This design comes from an exercise in tuning for small area and a short achievable clock period on the open sky130 flow, not from production work. The RTL was checked by simulation tests, not by an equivalence proof against the original design. Power is estimated from default activity; no workload was simulated.

==> design/flow/design.v <==
module lane_symbol_path (
    input  wire        clk,
    input  wire        rst,            
    input  wire        rx_valid,       
    input  wire [19:0] rx_bits,
    input  wire        cdr_lock,       
    input  wire        comma_align,    
    input  wire        bitslip,        
    input  wire        decode_check,   
    output reg         tx_valid,       
    output reg  [19:0] tx_bits,        
    output reg  [1:0]  code_err,       
    output reg  [1:0]  disp_err,       
    output reg         sym_lock,       
    output reg  [3:0]  word_phase      
);
    localparam [9:0] K30_7_NEG = 10'b0001011110;    
    localparam [9:0] K30_7_POS = 10'b1110100001;    
    function [1:0] code_class(input [9:0] c);
        begin
            case (c)
      10'b0001001011: code_class = 2'b10;
      10'b0001001101: code_class = 2'b10;
      10'b0001001110: code_class = 2'b10;
      10'b0001010111: code_class = 2'b01;
      10'b0001011011: code_class = 2'b01;
      10'b0001011101: code_class = 2'b01;
      10'b0001011110: code_class = 2'b01;
      10'b0001111100: code_class = 2'b01;
      10'b0010001011: code_class = 2'b10;
      10'b0010001101: code_class = 2'b10;
      10'b0010001110: code_class = 2'b10;
      10'b0010010011: code_class = 2'b10;
      10'b0010010101: code_class = 2'b10;
      10'b0010010110: code_class = 2'b10;
      10'b0010010111: code_class = 2'b01;
      10'b0010011001: code_class = 2'b10;
      10'b0010011010: code_class = 2'b10;
      10'b0010011011: code_class = 2'b01;
      10'b0010011100: code_class = 2'b10;
      10'b0010011101: code_class = 2'b01;
      10'b0010011110: code_class = 2'b01;
      10'b0010100011: code_class = 2'b10;
      10'b0010100101: code_class = 2'b10;
      10'b0010100110: code_class = 2'b10;
      10'b0010100111: code_class = 2'b01;
      10'b0010101001: code_class = 2'b10;
      10'b0010101010: code_class = 2'b10;
      10'b0010101011: code_class = 2'b01;
      10'b0010101100: code_class = 2'b10;
      10'b0010101101: code_class = 2'b01;
      10'b0010101110: code_class = 2'b01;
      10'b0010110001: code_class = 2'b10;
      10'b0010110010: code_class = 2'b10;
      10'b0010110011: code_class = 2'b01;
      10'b0010110100: code_class = 2'b10;
      10'b0010110101: code_class = 2'b01;
      10'b0010110110: code_class = 2'b01;
      10'b0010111000: code_class = 2'b10;
      10'b0010111001: code_class = 2'b01;
      10'b0010111010: code_class = 2'b01;
      10'b0010111100: code_class = 2'b01;
      10'b0011000011: code_class = 2'b10;
      10'b0011000101: code_class = 2'b10;
      10'b0011000110: code_class = 2'b10;
      10'b0011000111: code_class = 2'b01;
      10'b0011001001: code_class = 2'b10;
      10'b0011001010: code_class = 2'b10;
      10'b0011001011: code_class = 2'b01;
      10'b0011001100: code_class = 2'b10;
      10'b0011001101: code_class = 2'b01;
      10'b0011001110: code_class = 2'b01;
      10'b0011010001: code_class = 2'b10;
      10'b0011010010: code_class = 2'b10;
      10'b0011010011: code_class = 2'b01;
      10'b0011010100: code_class = 2'b10;
      10'b0011010101: code_class = 2'b01;
      10'b0011010110: code_class = 2'b01;
      10'b0011011000: code_class = 2'b10;
      10'b0011011001: code_class = 2'b01;
      10'b0011011010: code_class = 2'b01;
      10'b0011011100: code_class = 2'b01;
      10'b0011100001: code_class = 2'b10;
      10'b0011100010: code_class = 2'b10;
      10'b0011100011: code_class = 2'b01;
      10'b0011100100: code_class = 2'b10;
      10'b0011100101: code_class = 2'b01;
      10'b0011100110: code_class = 2'b01;
      10'b0011101000: code_class = 2'b10;
      10'b0011101001: code_class = 2'b01;
      10'b0011101010: code_class = 2'b01;
      10'b0011101100: code_class = 2'b01;
      10'b0011110001: code_class = 2'b01;
      10'b0011110010: code_class = 2'b01;
      10'b0011110100: code_class = 2'b01;
      10'b0100001011: code_class = 2'b10;
      10'b0100001101: code_class = 2'b10;
      10'b0100001110: code_class = 2'b10;
      10'b0100010011: code_class = 2'b10;
      10'b0100010101: code_class = 2'b10;
      10'b0100010110: code_class = 2'b10;
      10'b0100010111: code_class = 2'b01;
      10'b0100011001: code_class = 2'b10;
      10'b0100011010: code_class = 2'b10;
      10'b0100011011: code_class = 2'b01;
      10'b0100011100: code_class = 2'b10;
      10'b0100011101: code_class = 2'b01;
      10'b0100011110: code_class = 2'b01;
      10'b0100100011: code_class = 2'b10;
      10'b0100100101: code_class = 2'b10;
      10'b0100100110: code_class = 2'b10;
      10'b0100100111: code_class = 2'b01;
      10'b0100101001: code_class = 2'b10;
      10'b0100101010: code_class = 2'b10;
      10'b0100101011: code_class = 2'b01;
      10'b0100101100: code_class = 2'b10;
      10'b0100101101: code_class = 2'b01;
      10'b0100101110: code_class = 2'b01;
      10'b0100110001: code_class = 2'b10;
      10'b0100110010: code_class = 2'b10;
      10'b0100110011: code_class = 2'b01;
      10'b0100110100: code_class = 2'b10;
      10'b0100110101: code_class = 2'b01;
      10'b0100110110: code_class = 2'b01;
      10'b0100111000: code_class = 2'b10;
      10'b0100111001: code_class = 2'b01;
      10'b0100111010: code_class = 2'b01;
      10'b0100111100: code_class = 2'b01;
      10'b0101000011: code_class = 2'b10;
      10'b0101000101: code_class = 2'b10;
      10'b0101000110: code_class = 2'b10;
      10'b0101000111: code_class = 2'b01;
      10'b0101001001: code_class = 2'b10;
      10'b0101001010: code_class = 2'b10;
      10'b0101001011: code_class = 2'b11;
      10'b0101001100: code_class = 2'b10;
      10'b0101001101: code_class = 2'b11;
      10'b0101001110: code_class = 2'b11;
      10'b0101010001: code_class = 2'b10;
      10'b0101010010: code_class = 2'b10;
      10'b0101010011: code_class = 2'b11;
      10'b0101010100: code_class = 2'b10;
      10'b0101010101: code_class = 2'b11;
      10'b0101010110: code_class = 2'b11;
      10'b0101010111: code_class = 2'b01;
      10'b0101011000: code_class = 2'b10;
      10'b0101011001: code_class = 2'b11;
      10'b0101011010: code_class = 2'b11;
      10'b0101011011: code_class = 2'b01;
      10'b0101011100: code_class = 2'b11;
      10'b0101011101: code_class = 2'b01;
      10'b0101011110: code_class = 2'b01;
      10'b0101100001: code_class = 2'b10;
      10'b0101100010: code_class = 2'b10;
      10'b0101100011: code_class = 2'b11;
      10'b0101100100: code_class = 2'b10;
      10'b0101100101: code_class = 2'b11;
      10'b0101100110: code_class = 2'b11;
      10'b0101100111: code_class = 2'b01;
      10'b0101101000: code_class = 2'b10;
      10'b0101101001: code_class = 2'b11;
      10'b0101101010: code_class = 2'b11;
      10'b0101101011: code_class = 2'b01;
      10'b0101101100: code_class = 2'b11;
      10'b0101101101: code_class = 2'b01;
      10'b0101101110: code_class = 2'b01;
      10'b0101110001: code_class = 2'b11;
      10'b0101110010: code_class = 2'b11;
      10'b0101110011: code_class = 2'b01;
      10'b0101110100: code_class = 2'b11;
      10'b0101110101: code_class = 2'b01;
      10'b0101110110: code_class = 2'b01;
      10'b0101111000: code_class = 2'b10;
      10'b0101111001: code_class = 2'b01;
      10'b0101111010: code_class = 2'b01;
      10'b0101111100: code_class = 2'b01;
      10'b0110000011: code_class = 2'b10;
      10'b0110000101: code_class = 2'b10;
      10'b0110000110: code_class = 2'b10;
      10'b0110000111: code_class = 2'b01;
      10'b0110001001: code_class = 2'b10;
      10'b0110001010: code_class = 2'b10;
      10'b0110001011: code_class = 2'b11;
      10'b0110001100: code_class = 2'b10;
      10'b0110001101: code_class = 2'b11;
      10'b0110001110: code_class = 2'b11;
      10'b0110010001: code_class = 2'b10;
      10'b0110010010: code_class = 2'b10;
      10'b0110010011: code_class = 2'b11;
      10'b0110010100: code_class = 2'b10;
      10'b0110010101: code_class = 2'b11;
      10'b0110010110: code_class = 2'b11;
      10'b0110010111: code_class = 2'b01;
      10'b0110011000: code_class = 2'b10;
      10'b0110011001: code_class = 2'b11;
      10'b0110011010: code_class = 2'b11;
      10'b0110011011: code_class = 2'b01;
      10'b0110011100: code_class = 2'b11;
      10'b0110011101: code_class = 2'b01;
      10'b0110011110: code_class = 2'b01;
      10'b0110100001: code_class = 2'b10;
      10'b0110100010: code_class = 2'b10;
      10'b0110100011: code_class = 2'b11;
      10'b0110100100: code_class = 2'b10;
      10'b0110100101: code_class = 2'b11;
      10'b0110100110: code_class = 2'b11;
      10'b0110100111: code_class = 2'b01;
      10'b0110101000: code_class = 2'b10;
      10'b0110101001: code_class = 2'b11;
      10'b0110101010: code_class = 2'b11;
      10'b0110101011: code_class = 2'b01;
      10'b0110101100: code_class = 2'b11;
      10'b0110101101: code_class = 2'b01;
      10'b0110101110: code_class = 2'b01;
      10'b0110110001: code_class = 2'b11;
      10'b0110110010: code_class = 2'b11;
      10'b0110110011: code_class = 2'b01;
      10'b0110110100: code_class = 2'b11;
      10'b0110110101: code_class = 2'b01;
      10'b0110110110: code_class = 2'b01;
      10'b0110111000: code_class = 2'b10;
      10'b0110111001: code_class = 2'b01;
      10'b0110111010: code_class = 2'b01;
      10'b0110111100: code_class = 2'b01;
      10'b0111000101: code_class = 2'b10;
      10'b0111000110: code_class = 2'b10;
      10'b0111000111: code_class = 2'b01;
      10'b0111001001: code_class = 2'b10;
      10'b0111001010: code_class = 2'b10;
      10'b0111001011: code_class = 2'b01;
      10'b0111001100: code_class = 2'b10;
      10'b0111001101: code_class = 2'b01;
      10'b0111001110: code_class = 2'b01;
      10'b0111010001: code_class = 2'b10;
      10'b0111010010: code_class = 2'b10;
      10'b0111010011: code_class = 2'b01;
      10'b0111010100: code_class = 2'b10;
      10'b0111010101: code_class = 2'b01;
      10'b0111010110: code_class = 2'b01;
      10'b0111011000: code_class = 2'b10;
      10'b0111011001: code_class = 2'b01;
      10'b0111011010: code_class = 2'b01;
      10'b0111011100: code_class = 2'b01;
      10'b0111100001: code_class = 2'b10;
      10'b0111100010: code_class = 2'b10;
      10'b0111100011: code_class = 2'b01;
      10'b0111100100: code_class = 2'b10;
      10'b0111100101: code_class = 2'b01;
      10'b0111100110: code_class = 2'b01;
      10'b0111101000: code_class = 2'b10;
      10'b0111101001: code_class = 2'b01;
      10'b0111101010: code_class = 2'b01;
      10'b0111101100: code_class = 2'b01;
      10'b1000010011: code_class = 2'b10;
      10'b1000010101: code_class = 2'b10;
      10'b1000010110: code_class = 2'b10;
      10'b1000010111: code_class = 2'b01;
      10'b1000011001: code_class = 2'b10;
      10'b1000011010: code_class = 2'b10;
      10'b1000011011: code_class = 2'b01;
      10'b1000011100: code_class = 2'b10;
      10'b1000011101: code_class = 2'b01;
      10'b1000011110: code_class = 2'b01;
      10'b1000100011: code_class = 2'b10;
      10'b1000100101: code_class = 2'b10;
      10'b1000100110: code_class = 2'b10;
      10'b1000100111: code_class = 2'b01;
      10'b1000101001: code_class = 2'b10;
      10'b1000101010: code_class = 2'b10;
      10'b1000101011: code_class = 2'b01;
      10'b1000101100: code_class = 2'b10;
      10'b1000101101: code_class = 2'b01;
      10'b1000101110: code_class = 2'b01;
      10'b1000110001: code_class = 2'b10;
      10'b1000110010: code_class = 2'b10;
      10'b1000110011: code_class = 2'b01;
      10'b1000110100: code_class = 2'b10;
      10'b1000110101: code_class = 2'b01;
      10'b1000110110: code_class = 2'b01;
      10'b1000111000: code_class = 2'b10;
      10'b1000111001: code_class = 2'b01;
      10'b1000111010: code_class = 2'b01;
      10'b1001000011: code_class = 2'b10;
      10'b1001000101: code_class = 2'b10;
      10'b1001000110: code_class = 2'b10;
      10'b1001000111: code_class = 2'b01;
      10'b1001001001: code_class = 2'b10;
      10'b1001001010: code_class = 2'b10;
      10'b1001001011: code_class = 2'b11;
      10'b1001001100: code_class = 2'b10;
      10'b1001001101: code_class = 2'b11;
      10'b1001001110: code_class = 2'b11;
      10'b1001010001: code_class = 2'b10;
      10'b1001010010: code_class = 2'b10;
      10'b1001010011: code_class = 2'b11;
      10'b1001010100: code_class = 2'b10;
      10'b1001010101: code_class = 2'b11;
      10'b1001010110: code_class = 2'b11;
      10'b1001010111: code_class = 2'b01;
      10'b1001011000: code_class = 2'b10;
      10'b1001011001: code_class = 2'b11;
      10'b1001011010: code_class = 2'b11;
      10'b1001011011: code_class = 2'b01;
      10'b1001011100: code_class = 2'b11;
      10'b1001011101: code_class = 2'b01;
      10'b1001011110: code_class = 2'b01;
      10'b1001100001: code_class = 2'b10;
      10'b1001100010: code_class = 2'b10;
      10'b1001100011: code_class = 2'b11;
      10'b1001100100: code_class = 2'b10;
      10'b1001100101: code_class = 2'b11;
      10'b1001100110: code_class = 2'b11;
      10'b1001100111: code_class = 2'b01;
      10'b1001101000: code_class = 2'b10;
      10'b1001101001: code_class = 2'b11;
      10'b1001101010: code_class = 2'b11;
      10'b1001101011: code_class = 2'b01;
      10'b1001101100: code_class = 2'b11;
      10'b1001101101: code_class = 2'b01;
      10'b1001101110: code_class = 2'b01;
      10'b1001110001: code_class = 2'b11;
      10'b1001110010: code_class = 2'b11;
      10'b1001110011: code_class = 2'b01;
      10'b1001110100: code_class = 2'b11;
      10'b1001110101: code_class = 2'b01;
      10'b1001110110: code_class = 2'b01;
      10'b1001111000: code_class = 2'b10;
      10'b1001111001: code_class = 2'b01;
      10'b1001111010: code_class = 2'b01;
      10'b1001111100: code_class = 2'b01;
      10'b1010000011: code_class = 2'b10;
      10'b1010000101: code_class = 2'b10;
      10'b1010000110: code_class = 2'b10;
      10'b1010000111: code_class = 2'b01;
      10'b1010001001: code_class = 2'b10;
      10'b1010001010: code_class = 2'b10;
      10'b1010001011: code_class = 2'b11;
      10'b1010001100: code_class = 2'b10;
      10'b1010001101: code_class = 2'b11;
      10'b1010001110: code_class = 2'b11;
      10'b1010010001: code_class = 2'b10;
      10'b1010010010: code_class = 2'b10;
      10'b1010010011: code_class = 2'b11;
      10'b1010010100: code_class = 2'b10;
      10'b1010010101: code_class = 2'b11;
      10'b1010010110: code_class = 2'b11;
      10'b1010010111: code_class = 2'b01;
      10'b1010011000: code_class = 2'b10;
      10'b1010011001: code_class = 2'b11;
      10'b1010011010: code_class = 2'b11;
      10'b1010011011: code_class = 2'b01;
      10'b1010011100: code_class = 2'b11;
      10'b1010011101: code_class = 2'b01;
      10'b1010011110: code_class = 2'b01;
      10'b1010100001: code_class = 2'b10;
      10'b1010100010: code_class = 2'b10;
      10'b1010100011: code_class = 2'b11;
      10'b1010100100: code_class = 2'b10;
      10'b1010100101: code_class = 2'b11;
      10'b1010100110: code_class = 2'b11;
      10'b1010100111: code_class = 2'b01;
      10'b1010101000: code_class = 2'b10;
      10'b1010101001: code_class = 2'b11;
      10'b1010101010: code_class = 2'b11;
      10'b1010101011: code_class = 2'b01;
      10'b1010101100: code_class = 2'b11;
      10'b1010101101: code_class = 2'b01;
      10'b1010101110: code_class = 2'b01;
      10'b1010110001: code_class = 2'b11;
      10'b1010110010: code_class = 2'b11;
      10'b1010110011: code_class = 2'b01;
      10'b1010110100: code_class = 2'b11;
      10'b1010110101: code_class = 2'b01;
      10'b1010110110: code_class = 2'b01;
      10'b1010111000: code_class = 2'b10;
      10'b1010111001: code_class = 2'b01;
      10'b1010111010: code_class = 2'b01;
      10'b1010111100: code_class = 2'b01;
      10'b1011000011: code_class = 2'b10;
      10'b1011000101: code_class = 2'b10;
      10'b1011000110: code_class = 2'b10;
      10'b1011000111: code_class = 2'b01;
      10'b1011001001: code_class = 2'b10;
      10'b1011001010: code_class = 2'b10;
      10'b1011001011: code_class = 2'b01;
      10'b1011001100: code_class = 2'b10;
      10'b1011001101: code_class = 2'b01;
      10'b1011001110: code_class = 2'b01;
      10'b1011010001: code_class = 2'b10;
      10'b1011010010: code_class = 2'b10;
      10'b1011010011: code_class = 2'b01;
      10'b1011010100: code_class = 2'b10;
      10'b1011010101: code_class = 2'b01;
      10'b1011010110: code_class = 2'b01;
      10'b1011011000: code_class = 2'b10;
      10'b1011011001: code_class = 2'b01;
      10'b1011011010: code_class = 2'b01;
      10'b1011011100: code_class = 2'b01;
      10'b1011100001: code_class = 2'b10;
      10'b1011100010: code_class = 2'b10;
      10'b1011100011: code_class = 2'b01;
      10'b1011100100: code_class = 2'b10;
      10'b1011100101: code_class = 2'b01;
      10'b1011100110: code_class = 2'b01;
      10'b1011101000: code_class = 2'b10;
      10'b1011101001: code_class = 2'b01;
      10'b1011101010: code_class = 2'b01;
      10'b1011101100: code_class = 2'b01;
      10'b1011110001: code_class = 2'b01;
      10'b1011110010: code_class = 2'b01;
      10'b1011110100: code_class = 2'b01;
      10'b1100001011: code_class = 2'b10;
      10'b1100001101: code_class = 2'b10;
      10'b1100001110: code_class = 2'b10;
      10'b1100010011: code_class = 2'b10;
      10'b1100010101: code_class = 2'b10;
      10'b1100010110: code_class = 2'b10;
      10'b1100010111: code_class = 2'b01;
      10'b1100011001: code_class = 2'b10;
      10'b1100011010: code_class = 2'b10;
      10'b1100011011: code_class = 2'b01;
      10'b1100011100: code_class = 2'b10;
      10'b1100011101: code_class = 2'b01;
      10'b1100011110: code_class = 2'b01;
      10'b1100100011: code_class = 2'b10;
      10'b1100100101: code_class = 2'b10;
      10'b1100100110: code_class = 2'b10;
      10'b1100100111: code_class = 2'b01;
      10'b1100101001: code_class = 2'b10;
      10'b1100101010: code_class = 2'b10;
      10'b1100101011: code_class = 2'b01;
      10'b1100101100: code_class = 2'b10;
      10'b1100101101: code_class = 2'b01;
      10'b1100101110: code_class = 2'b01;
      10'b1100110001: code_class = 2'b10;
      10'b1100110010: code_class = 2'b10;
      10'b1100110011: code_class = 2'b01;
      10'b1100110100: code_class = 2'b10;
      10'b1100110101: code_class = 2'b01;
      10'b1100110110: code_class = 2'b01;
      10'b1100111000: code_class = 2'b10;
      10'b1100111001: code_class = 2'b01;
      10'b1100111010: code_class = 2'b01;
      10'b1100111100: code_class = 2'b01;
      10'b1101000011: code_class = 2'b10;
      10'b1101000101: code_class = 2'b10;
      10'b1101000110: code_class = 2'b10;
      10'b1101000111: code_class = 2'b01;
      10'b1101001001: code_class = 2'b10;
      10'b1101001010: code_class = 2'b10;
      10'b1101001011: code_class = 2'b01;
      10'b1101001100: code_class = 2'b10;
      10'b1101001101: code_class = 2'b01;
      10'b1101001110: code_class = 2'b01;
      10'b1101010001: code_class = 2'b10;
      10'b1101010010: code_class = 2'b10;
      10'b1101010011: code_class = 2'b01;
      10'b1101010100: code_class = 2'b10;
      10'b1101010101: code_class = 2'b01;
      10'b1101010110: code_class = 2'b01;
      10'b1101011000: code_class = 2'b10;
      10'b1101011001: code_class = 2'b01;
      10'b1101011010: code_class = 2'b01;
      10'b1101011100: code_class = 2'b01;
      10'b1101100001: code_class = 2'b10;
      10'b1101100010: code_class = 2'b10;
      10'b1101100011: code_class = 2'b01;
      10'b1101100100: code_class = 2'b10;
      10'b1101100101: code_class = 2'b01;
      10'b1101100110: code_class = 2'b01;
      10'b1101101000: code_class = 2'b10;
      10'b1101101001: code_class = 2'b01;
      10'b1101101010: code_class = 2'b01;
      10'b1101101100: code_class = 2'b01;
      10'b1101110001: code_class = 2'b01;
      10'b1101110010: code_class = 2'b01;
      10'b1101110100: code_class = 2'b01;
      10'b1110000011: code_class = 2'b10;
      10'b1110100001: code_class = 2'b10;
      10'b1110100010: code_class = 2'b10;
      10'b1110100100: code_class = 2'b10;
      10'b1110101000: code_class = 2'b10;
      10'b1110110001: code_class = 2'b01;
      10'b1110110010: code_class = 2'b01;
      10'b1110110100: code_class = 2'b01;
            default: code_class = 2'b00;
            endcase
        end
    endfunction
    function [3:0] ones10(input [9:0] c);
        integer k;
        begin
            ones10 = 4'd0;
            for (k = 0; k < 10; k = k + 1)
                ones10 = ones10 + {3'd0, c[k]};
        end
    endfunction
    function rd_after(input rd, input [3:0] n);
        begin
            if (n > 4'd5)
                rd_after = 1'b1;
            else if (n < 4'd5)
                rd_after = 1'b0;
            else
                rd_after = rd;
        end
    endfunction
    reg [19:0] prev_word;
    reg        have_prev;
    reg        have_bnd;       
    reg [1:0]  good_cnt;       
    reg [3:0]  oth_phase;      
    reg [2:0]  oth_cnt;        
    reg        rx_rd;          
    reg        rx_rd_known;
    reg        out_rd;         
    wire        take   = rx_valid && have_prev;
    wire [39:0] window = {rx_bits, prev_word};
    reg        n_lock, n_have_bnd;
    reg [3:0]  n_phase, n_oth_phase;
    reg [1:0]  n_good;
    reg [2:0]  n_oth_cnt;
    reg [3:0]  q;
    reg [6:0]  pat;
    integer    s;
    always @(*) begin
        n_lock      = sym_lock;
        n_have_bnd  = have_bnd;
        n_phase     = word_phase;
        n_good      = good_cnt;
        n_oth_phase = oth_phase;
        n_oth_cnt   = oth_cnt;
        q           = 4'd0;
        pat         = 7'd0;
        if (!comma_align) begin
            n_lock     = 1'b0;
            n_have_bnd = 1'b0;
            n_good     = 2'd0;
            n_oth_cnt  = 3'd0;
            if (bitslip)
                n_phase = (word_phase == 4'd9) ? 4'd0 : word_phase + 4'd1;
        end else if (!cdr_lock) begin
            n_lock     = 1'b0;
            n_have_bnd = 1'b0;
            n_good     = 2'd0;
            n_oth_cnt  = 3'd0;
        end else if (take) begin
            for (s = 0; s < 20; s = s + 1) begin
                pat = window[s +: 7];
                q   = (s < 10) ? s[3:0] : s[3:0] - 4'd10;    
                if (pat == 7'b1111100 || pat == 7'b0000011) begin
                    if (!n_have_bnd) begin
                        n_have_bnd = 1'b1;
                        n_phase    = q;
                        n_good     = 2'd0;
                        n_oth_cnt  = 3'd0;
                    end else if (q == n_phase) begin
                        n_oth_cnt = 3'd0;
                        if (!n_lock) begin
                            n_good = n_good + 2'd1;
                            if (n_good == 2'd2)
                                n_lock = 1'b1;
                        end
                    end else if (!n_lock) begin
                        n_phase   = q;
                        n_good    = 2'd0;
                        n_oth_cnt = 3'd0;
                    end else begin
                        if (n_oth_cnt != 3'd0 && n_oth_phase == q)
                            n_oth_cnt = n_oth_cnt + 3'd1;
                        else begin
                            n_oth_phase = q;
                            n_oth_cnt   = 3'd1;
                        end
                        if (n_oth_cnt == 3'd4) begin
                            n_lock    = 1'b0;
                            n_phase   = q;
                            n_good    = 2'd0;
                            n_oth_cnt = 3'd0;
                        end
                    end
                end
            end
        end
    end
    reg [9:0]  grp;
    reg [1:0]  cls;
    reg [3:0]  n1;
    reg        col, col_known, fwd;
    reg        n_rx_rd, n_rx_rd_known, n_out_rd;
    reg [19:0] n_tx_bits;
    reg [1:0]  n_code_err, n_disp_err;
    integer    i;
    always @(*) begin
        n_rx_rd       = rx_rd;
        n_rx_rd_known = rx_rd_known && decode_check;
        n_out_rd      = out_rd;
        n_tx_bits     = 20'd0;
        n_code_err    = 2'b00;
        n_disp_err    = 2'b00;
        grp           = 10'd0;
        cls           = 2'b00;
        n1            = 4'd0;
        col           = 1'b0;
        col_known     = 1'b0;
        fwd           = 1'b0;
        for (i = 0; i < 2; i = i + 1) begin
            grp = window[({28'd0, n_phase} + i * 10) +: 10];
            cls = code_class(grp);
            n1  = ones10(grp);
            if (!decode_check) begin
                n_tx_bits[i*10 +: 10] = grp;
                n_out_rd = rd_after(n_out_rd, n1);
            end else begin
                fwd       = 1'b0;
                col       = 1'b0;
                col_known = 1'b0;
                if (cls == 2'b00) begin
                    n_code_err[i]  = 1'b1;
                    n_rx_rd_known  = 1'b0;
                end else begin
                    if (n_rx_rd_known) begin
                        if (cls[n_rx_rd]) begin
                            col = n_rx_rd;
                            fwd = (n_rx_rd == n_out_rd);
                        end else begin
                            n_disp_err[i] = 1'b1;
                            col = cls[1];
                        end
                        col_known = 1'b1;
                    end else if (cls != 2'b11) begin
                        col       = cls[1];
                        col_known = 1'b1;
                    end
                    if (col_known) begin
                        n_rx_rd       = rd_after(col, n1);
                        n_rx_rd_known = 1'b1;
                    end
                end
                if (fwd) begin
                    n_tx_bits[i*10 +: 10] = grp;
                    n_out_rd = rd_after(n_out_rd, n1);
                end else begin
                    n_tx_bits[i*10 +: 10] = n_out_rd ? K30_7_POS : K30_7_NEG;
                end
            end
        end
    end
    always @(posedge clk) begin
        if (rst) begin
            prev_word   <= 20'd0;
            have_prev   <= 1'b0;
            sym_lock    <= 1'b0;
            have_bnd    <= 1'b0;
            word_phase  <= 4'd0;
            good_cnt    <= 2'd0;
            oth_phase   <= 4'd0;
            oth_cnt     <= 3'd0;
            rx_rd       <= 1'b0;
            rx_rd_known <= 1'b0;
            out_rd      <= 1'b0;
            tx_valid    <= 1'b0;
            tx_bits     <= 20'd0;
            code_err    <= 2'b00;
            disp_err    <= 2'b00;
        end else begin
            sym_lock   <= n_lock;
            have_bnd   <= n_have_bnd;
            word_phase <= n_phase;
            good_cnt   <= n_good;
            oth_phase  <= n_oth_phase;
            oth_cnt    <= n_oth_cnt;
            tx_valid   <= take;
            if (rx_valid) begin
                prev_word <= rx_bits;
                have_prev <= 1'b1;
            end
            if (take) begin
                rx_rd       <= n_rx_rd;
                rx_rd_known <= n_rx_rd_known;
                out_rd      <= n_out_rd;
                tx_bits     <= n_tx_bits;
                code_err    <= n_code_err;
                disp_err    <= n_disp_err;
            end else if (!decode_check) begin
                rx_rd_known <= 1'b0;
            end
        end
    end
endmodule
==> design/flow/run.sh <==
#!/bin/bash
# synth_recipe.tcl (not shown) runs the flow's synth.tcl, then flattens the netlist and writes it again
# the make line also repeats each setting of config.mk as NAME=value (left out here)
make -C /OpenROAD-flow-scripts/flow DESIGN_CONFIG=/design/flow/config.mk WORK_HOME=/design/flow/orfs CLKGATE_MAP_FILE= SYNTH_SCRIPT=/design/flow/synth_recipe.tcl finish
==> design/flow/config.mk <==
export PLATFORM = sky130hd
export DESIGN_NAME = lane_symbol_path
export DESIGN_NICKNAME = lane_symbol_path
export VERILOG_FILES = /design/flow/design.v
export SDC_FILE = /design/flow/constraint.sdc
export NUM_CORES = 4
export LEC_CHECK = 0
export CAP_MARGIN = 20
export CORE_MARGIN = 2
export CORE_UTILIZATION = 40
export SLEW_MARGIN = 20
==> design/flow/constraint.sdc <==
create_clock -name core_clock -period 34.0 [get_ports {clk}]
set_input_delay 6.8000 -clock core_clock [delete_from_list [all_inputs] [get_ports {clk}]]
set_output_delay 6.8000 -clock core_clock [all_outputs]
set_load 0.01 [all_outputs]
==> flow_metrics.py <==
metrics = {
    "status": {
        "status": "complete, no violations",
    },
    "setup_path": {
        "r2r_cells": 124,
        "cpMostUsedCell": "inv_1",
        "r2r_end": "tx_bits[12]",
        "r2r_setup_slack_ps": 4650,
        "crit-reg2reg-launch": "prev_word[4]",
        "slowest_delay_ps": 800,
        "start_kind": "flop",
        "worst_path_max_delay_cell": "o311ai_0",
        "cp_max_fo": 29,
        "cp.required_ps": 34270,
        "cp_top_family": "compound AO/OA/AOI/OAI gates",
        "worst-path-buf-inv": 17,
        "end_kind": "flop",
        "critPathKind": "flop to flop",
        "arrival_ps": 29620,
    },
    "floorplanning": {
        "coreArea_um2": 40700,
        "rows": 74,
        "start_util": 0.404,
        "die_h_um": 207,
        "die_x_um": 207,
        "io_pins": 57,
        "dieArea_um2": 42800,
    },
    "finish": {
        "n_fill_cell": 4251,
        "drive_gt1_frac": 0.131,
        "diodes": 0,
        "final_nets": 2391,
        "area_growth_pct": 5.54,
    },
    "clock_tree": {
        "cts.clk_slew.worst_paths_ps": 60,
        "cts-resized-gates": 0,
        "ctsLongestPathBuffers": 2,
        "postCtsHoldBufs": 0,
        "cts_root_buffer": "clkbuf_16",
        "cts_max_level": 3,
        "post_cts.repair.setup_buffers": 0,
        "clock-sinks": 64,
        "cts_tree": "built",
        "worstSkewPairLatency_ps": 350,
        "numCtsBuffers": 9,
    },
    "synth": {
        "synth_cell_types": 166,
        "yosys-top-cells-area": "dfxtp_1, nor2_1, ha_1",
        "asyncSetResetFlopFracSynth": 0,
        "yosysWarnings": 1,
        "synth-main-ff-cell": "dfxtp_1",
        "synth_edf_count": 0,
        "synthCells": 2300,
        "yosysTopAreaCell": "dfxtp_1",
        "ys_seq_area_frac": 0.0778,
        "avgSynthCellArea_um2": 7.16,
        "yosysTopAreaCellShare": 0.0778,
        "syn_area_um2": 16500,
        "synth_fp_nets": 2407,
        "synth-seq-cells": 64,
    },
    "sta": {
        "fin_crit_ps": 29350,
        "finalMaxSlewViolations": 0,
        "tns_ps": 0,
        "setup_viol": 0,
        "worst_pin_slew_ps": 1140,
        "max_freq_mhz": 34.1,
        "hold_viol": 0,
        "rsz0062_at_grt": "false",
        "maxSlewHeadroom": 0.236,
        "post-route-period-util": 0.863,
        "final.setup_skew_ps": 13.2,
    },
    "placement": {
        "place_hpwl_um": 47300,
        "port-buffer-count": 56,
        "gpl.final_weighted_congestion": 0.950,
    },
    "min_path": {
        "hold_path_class": "flop to flop",
        "whs_endpoint": "disp_err[0]",
        "holdCritStartpoint": "disp_err[0]",
        "holdPathStages": 2,
    },
    "power": {
        "power_density_nw_per_um2": 25.1,
        "worst_ir_drop_vdd_uv": 28.0,
        "p_total_uw": 436,
        "p_leak_nw": 6.48,
    },
    "routing": {
        "via_count": 18900,
        "routed_via_density": 6.70,
        "wl_per_cell_um": 21.3,
        "drc": 0,
        "wirelength_um": 60200,
        "drt_first_pass_iters": 6,
        "drt_iter0_drc": 1857,
        "drtAntennaViolNets": 0,
    },
    "grt": {
        "grt_max_degree": 56,
        "first_global_vias": 17700,
        "antenna_found_initial": 0,
        "grt_pass1_wl_um": 95200,
        "gr-total-overflow": 0,
        "grtUsageTotal": 0.273,
    },
    "run": {
        "maxCapViolations": 0,
    },
}
[synth_stat cells (42+ instances only)]
cell / number
a31oi_1: 42
o21ai_0: 103
a211oi_1: 48
nand2_1: 218
ha_1: 69
nand3_1: 100
dfxtp_1: 64
inv_1: 124
a21oi_1: 141
nor3_1: 89
nor2_1: 233
mux2i_1: 75
[final cells by class]
class                           count  area [µm²]  share of cell area
Tap cell                          532         666              0.0383
Multi-Input combinational cell   1993       13900               0.799
Timing Repair Buffer               79         728              0.0419
Sequential cell                    64        1280              0.0737
Clock inverter                      6        68.8             0.00396
Clock buffer                       10         239              0.0137
Inverter                          137         519              0.0299
[tightest hold or removal path, delay by kind of cell, from the launching register on]
kind	cells	cell delay [ps]
compound gates	1	50
flops	1	310
simple gates	1	50
[worst max-delay path by stage]
stage	to	from	cells after the start	slack, ps
CTS	tx_bits[12]	prev_word[4]	126	5270
finish	tx_bits[12]	prev_word[4]	124	4650
global placement	tx_bits[12]	prev_word[4]	126	5860
floorplan	tx_bits[12]	prev_word[5]	135	9820
detailed placement	tx_bits[12]	prev_word[4]	129	5380
global route	tx_bits[13]	prev_word[4]	131	2480
[state kept, by name, summed over array words and instances, names as in the netlist]
| name | cells |
|---|---|
| prev_word | 20 |
| tx_bits | 20 |
| oth_phase | 4 |
| word_phase | 4 |
| oth_cnt | 3 |
| code_err | 2 |
| disp_err | 2 |
| good_cnt | 2 |
| have_bnd | 1 |
| have_prev | 1 |
| out_rd | 1 |
| rx_rd | 1 |
| rx_rd_known | 1 |
| sym_lock | 1 |
| tx_valid | 1 |
[metrics by stage]
step / worst slack, ps / hold slack [ps] / instances / instance area, µm² / utilization
global route: 2480 / 487 / 2821 / 17400 / 0.427
global placement: 5860 / 447 / 2805 / 17100 / 0.419
finish: 4650 / 459 / 2821 / 17400 / 0.427
CTS: 5270 / 464 / 2821 / 17400 / 0.427
floorplan: 9820 / 449 / 2300 / 16500 / -
detailed placement: 5380 / 450 / 2805 / 17100 / 0.419
[report_power, final]
| part | switching (mW) | internal [mW] | total (mW) |
|---|---|---|---|
| logic | 0.162 | 0.0901 | 0.252 |
| clock network | 0.0384 | 0.0590 | 0.0974 |
| registers | 0.00791 | 0.0788 | 0.0867 |
| total | 0.208 | 0.228 | 0.436 |
[placed cells by master, fill, tap and decap left out, drive strengths merged, types with 22 or more instances in the layout]
cell	n
clkdlybuf4s50	55
nand4	37
and3	28
o211ai	36
nand3	103
mux2	22
or3	32
o22ai	28
a22oi	27
o21ai	127
mux2i	77
o21a	26
a32oi	24
and2	29
a211oi	56
buf	24
dfxtp	64
nor4	41
nand2	220
a21o	29
ha	69
nor3	98
inv	132
nor2	245
a31oi	46
a21oi	148
o31ai	30
[cells by family after synthesis]
logic type,after synthesis,share of synthesized area
buffers and inverters,243,0.0795
and+or+nand+nor,966,0.312
adders and majority gates,80,0.0658
AOI/OAI and AO/OA,833,0.393
DFF,64,0.0778
xor gates and xnor gates,15,0.00798
muxes,99,0.0631
[routing by layer]
metal	track usage	up-vias	routed length [µm]
li1	-	8896	-
met1	0.351	9012	25800
met2	0.475	858	28800
met3	0.0312	128	3920
met4	0.0811	0	1670
met5	0	-	0

afterwards: timing with drivers on the ports:
The flow's constraints put no driver on any port. The routed layout listed below was extracted and timed again, unchanged, in two steps. Step 1, drivers: a clkbuf_16 drives clk and a buf_2 each remaining input, both assumed. Step 2 times the ports against the registers' clock, not the clock port: input delays grow and output delays shrink by t, the midpoint of the rising clock arrivals with the driver on. Three values: ideal, step 1, step 2; two values: the first two.
t, ns: 0.390
setup WS [ns]: 4.653 / 4.653 / 4.653
worst hold slack (ns): 0.459 / 0.459 / 0.459
After both steps setup and hold are still met in this run. The setup slack of this run moves by 0.000 ns with the drivers and by 0.000 ns with both steps.
